Background: an optimization exercise with open tools, aiming at small area and a short achievable clock period. Do not read the settings as production practice. In this exercise RTL edits were held to simulation tests only and were not proved equivalent to the original.

## dec79_codec
module dec79_codec (
    input  wire        clk,
    input  wire        rst,             
    input  wire        enc_in_valid,
    input  wire [63:0] enc_in_data,
    output wire        enc_out_valid,
    output wire [78:0] enc_out_word,
    input  wire        dec_in_valid,
    input  wire [78:0] dec_in_word,
    output wire        dec_out_valid,
    output wire [78:0] dec_out_word,
    output wire [1:0]  dec_out_nfix,
    output wire        dec_out_uncorr
);
Size in the first run: roughly 1900 cells after synthesis, ~410 flip-flops, roughly 310 I/O pins, about 0.018 mm2 of cells after synthesis.
==> flow/config.mk <==
export PLATFORM = sky130hd
export DESIGN_NAME = dec79_codec
export DESIGN_NICKNAME = dec79_codec
export VERILOG_FILES = /design/flow/design.v
export SDC_FILE = /design/flow/constraint.sdc
export NUM_CORES = 4
export LEC_CHECK = 0
export CAP_MARGIN = 20
export CORE_MARGIN = 2
export CORE_UTILIZATION = 60
export CTS_CLUSTER_DIAMETER = 120
export CTS_CLUSTER_SIZE = 24
export PLACE_DENSITY = 0.75
export SETUP_SLACK_MARGIN = 0.4
export SLEW_MARGIN = 20
==> flow/constraint.sdc <==
create_clock -name core_clock -period 22.0 [get_ports {clk}]
set_input_delay 4.4000 -clock core_clock [delete_from_list [all_inputs] [get_ports {clk}]]
set_output_delay 4.4000 -clock core_clock [all_outputs]
set_load 0.01 [all_outputs]
standard.sh (not shown) runs the stock make flow with config.mk's settings and CLKGATE_MAP_FILE= SYNTH_SCRIPT=/design/flow/synth_recipe.tcl, a recipe that flattens the netlist after the stock synthesis.
==> flow/flow/run.sh <==
#!/bin/bash
MARGIN=16.5
W=$PWD
{
  echo "proc abc {args} { set i [lsearch -exact \$args -script]; if {\$i >= 0} { lset args [expr {\$i + 1}] $W/flow/abc.script }; yosys abc {*}\$args }"
  cat synth_recipe.tcl
} > own_synth.tcl
export BUFFER_PORTS_ARGS="-buffer_cell sky130_fd_sc_hd__buf_1"
sed -e "s/SETUP_SLACK_MARGIN=[-0-9.]*/SETUP_SLACK_MARGIN=$MARGIN/" \
    -e "s#SYNTH_SCRIPT=[^ ]*#SYNTH_SCRIPT=$W/own_synth.tcl#" standard.sh > own_standard.sh
bash own_standard.sh > standard.log 2>&1
==> flow/flow/abc.script <==
strash
dch
map -a
topo
The first run passed the timing, design-rule and antenna checks.
Next try:
==> flow/flow/run.sh (replaced) <==
#!/bin/bash
MARGIN=${MARGIN:-16.5}
export BUFFER_PORTS_ARGS="-buffer_cell sky130_fd_sc_hd__buf_1"
sed -e "s/SETUP_SLACK_MARGIN=[-0-9.]*/SETUP_SLACK_MARGIN=$MARGIN/" standard.sh > standard_margin.sh
bash standard_margin.sh > standard.log 2>&1
removed: flow/flow/abc.script
Outcome: The new run completed with no timing, DRC or antenna violations; core utilization came out lower by 2.6 points; die area went up by about 11%; worst hold slack is about the same; setup slack gets better by 0.0048 ns; maximum frequency barely changes; register-to-register slack is worse by 0.14 ns.
Next try:
==> flow/flow/run.sh (replaced) <==
#!/bin/bash
MARGIN=16.5
W=$PWD
{
  echo "proc abc {args} { set i [lsearch -exact \$args -script]; if {\$i >= 0} { lset args [expr {\$i + 1}] $W/flow/abc.script }; yosys abc {*}\$args }"
  cat synth_recipe.tcl
} > own_synth.tcl
export BUFFER_PORTS_ARGS="-buffer_cell sky130_fd_sc_hd__buf_1"
sed -e "s/SETUP_SLACK_MARGIN=[-0-9.]*/SETUP_SLACK_MARGIN=$MARGIN/" \
    -e "s#SYNTH_SCRIPT=[^ ]*#SYNTH_SCRIPT=$W/own_synth.tcl#" standard.sh > own_standard.sh
bash own_standard.sh > standard.log 2>&1
==> flow/flow/abc.script (new file) <==
strash
dch
map -a
mfs
map -a
topo
Settings changed: CORE_UTILIZATION 60 to 70, PLACE_DENSITY 0.75 to 0.8.
The new run passed the timing, design-rule and antenna checks.
Synthesized area came out lower by 11%.
Setup slack is worse by 0.11 ns.
Cell count came out lower by 3.5%.
Non-clock buffer count came out lower by 8.
Critical path depth came out higher by 20.
Utilization came out higher by 15 points.
Hold slack is worse by 0.0099 ns.
Next try:
--- a/flow/flow/run.sh
+++ b/flow/flow/run.sh
@@ -8 +8,2 @@
-export BUFFER_PORTS_ARGS="-buffer_cell sky130_fd_sc_hd__buf_1"
+export BUFFER_PORTS_ARGS="-inputs -buffer_cell sky130_fd_sc_hd__buf_1"
+export PRE_GLOBAL_PLACE_TCL=$W/flow/outbuf.tcl
==> flow/flow/outbuf.tcl (new file) <==
# Output ports get buf_2 port buffers (the input ports get buf_1 from
# buffer_ports -inputs in global_place.tcl).
buffer_ports -outputs -buffer_cell sky130_fd_sc_hd__buf_2
Settings changed: CORE_UTILIZATION 70 to 60, PLACE_DENSITY 0.8 to 0.75.
Result: The new run ran to the end with no violations. Cell area decreases by 4.0%. Area after synthesis stays the same. Register-to-register slack improves by 0.29 ns. Setup slack improves by 0.19 ns. Non-clock buffer count shrinks by 170. Via count falls by 13%. Die area is higher by 16%. Hold slack barely changes. Global-route usage shrinks by 9.6 points. Core utilization goes down by 15 points.

* * *

## run 1
dec79_codec, a different RTL version from the one above (not shown whole).
Size: ~310 I/O pins.
export LEC_CHECK = 0
export CAP_MARGIN = 20
export CORE_MARGIN = 2
export CORE_UTILIZATION = 40
export PLACE_DENSITY = 0.6
export SETUP_SLACK_MARGIN = 0.4
export SLEW_MARGIN = 20
create_clock -name core_clock -period 22.0 [get_ports {clk}]
==> flow/flow/run.sh <==
#!/bin/bash
MARGIN=${MARGIN:-17.5}
export BUFFER_PORTS_ARGS="-buffer_cell sky130_fd_sc_hd__buf_1"
sed -e "s/SETUP_SLACK_MARGIN=[-0-9.]*/SETUP_SLACK_MARGIN=$MARGIN/" standard.sh > standard_margin.sh
bash standard_margin.sh > standard.log 2>&1
Changes in run 2 relative to run 1:
- PLACE_DENSITY changed from 0.6 to 0.75
- CTS_CLUSTER_DIAMETER newly set to 150
- CORE_UTILIZATION changed from 40 to 60
- CTS_CLUSTER_SIZE newly set to 30
-- flow/flow/run.sh --
<<< run 1, line 1
#!/bin/bash
MARGIN=${MARGIN:-17.5}
export BUFFER_PORTS_ARGS="-buffer_cell sky130_fd_sc_hd__buf_1"
>>> run 2, line 1
#!/bin/bash
MARGIN=${MARGIN:-16.5}
export BUFFER_PORTS_ARGS="-buffer_cell sky130_fd_sc_hd__buf_1"
Notes after the runs:
- Run 2 ran to completion and came out clean on the timing, design-rule and antenna checks.
- Changes observed in run 2 relative to run 1: synthesized cell count flat; die area has decreased; register fraction of the total cell area now sits higher.
- Diff run 1 and run 2: global-route usage higher in run 2
- Taking run 1 as the reference, in run 2 cell area reported after detailed placement -490 um2; footprint of the multi-input gates -10%.
- The run showing the greater worst hold slack is run 2.
- Lower post-route cell area among run 1 and run 2: run 2
--- input diff run 2..run 3 ---
- a change of CORE_UTILIZATION from 60 to 40
- a change of PLACE_DENSITY from 0.75 to 0.6
[summary]
Run 3 ends up with lower clock tree buffer count of the final layout than run 2 does.

static timing again, ports no longer ideal:
Ports are ideal in the flow. The routed layouts listed here were re-timed in OpenROAD.
Step 1 sets driving cells, clkbuf_16 on the clock port and buf_2 on the other inputs (assumed; they add their load-dependent delay and slew).
Step 2 adds t to the input delays and takes it off the output delays; t is the mean of the earliest and latest rising clock arrival at the registers after step 1. Input paths then give back, and output paths get back, about the clock's delay inside the block.
a / b / c = ideal / step 1 / step 2; a / b = the first two.
run	shift t [ns]	setup WS [ns]	worst data-port slew with drivers (ns)
the first run of note 1	0.582	16.504 / 16.452 / 16.762	0.08
the second run of note 1	0.583	16.509 / 16.454 / 16.620	0.06
the third run of note 1	0.585	16.396 / 16.396 / 16.396	0.12
the fourth run of note 1	0.585	16.588 / 16.532 / 16.693	0.09
run 1	0.625	16.486 / 16.432 / 17.057	0.11
run 2	0.569	16.516 / 16.467 / 16.673	0.06
run 3	0.607	16.502 / 16.443 / 16.579	0.09
After both steps every run listed still meets setup and hold.
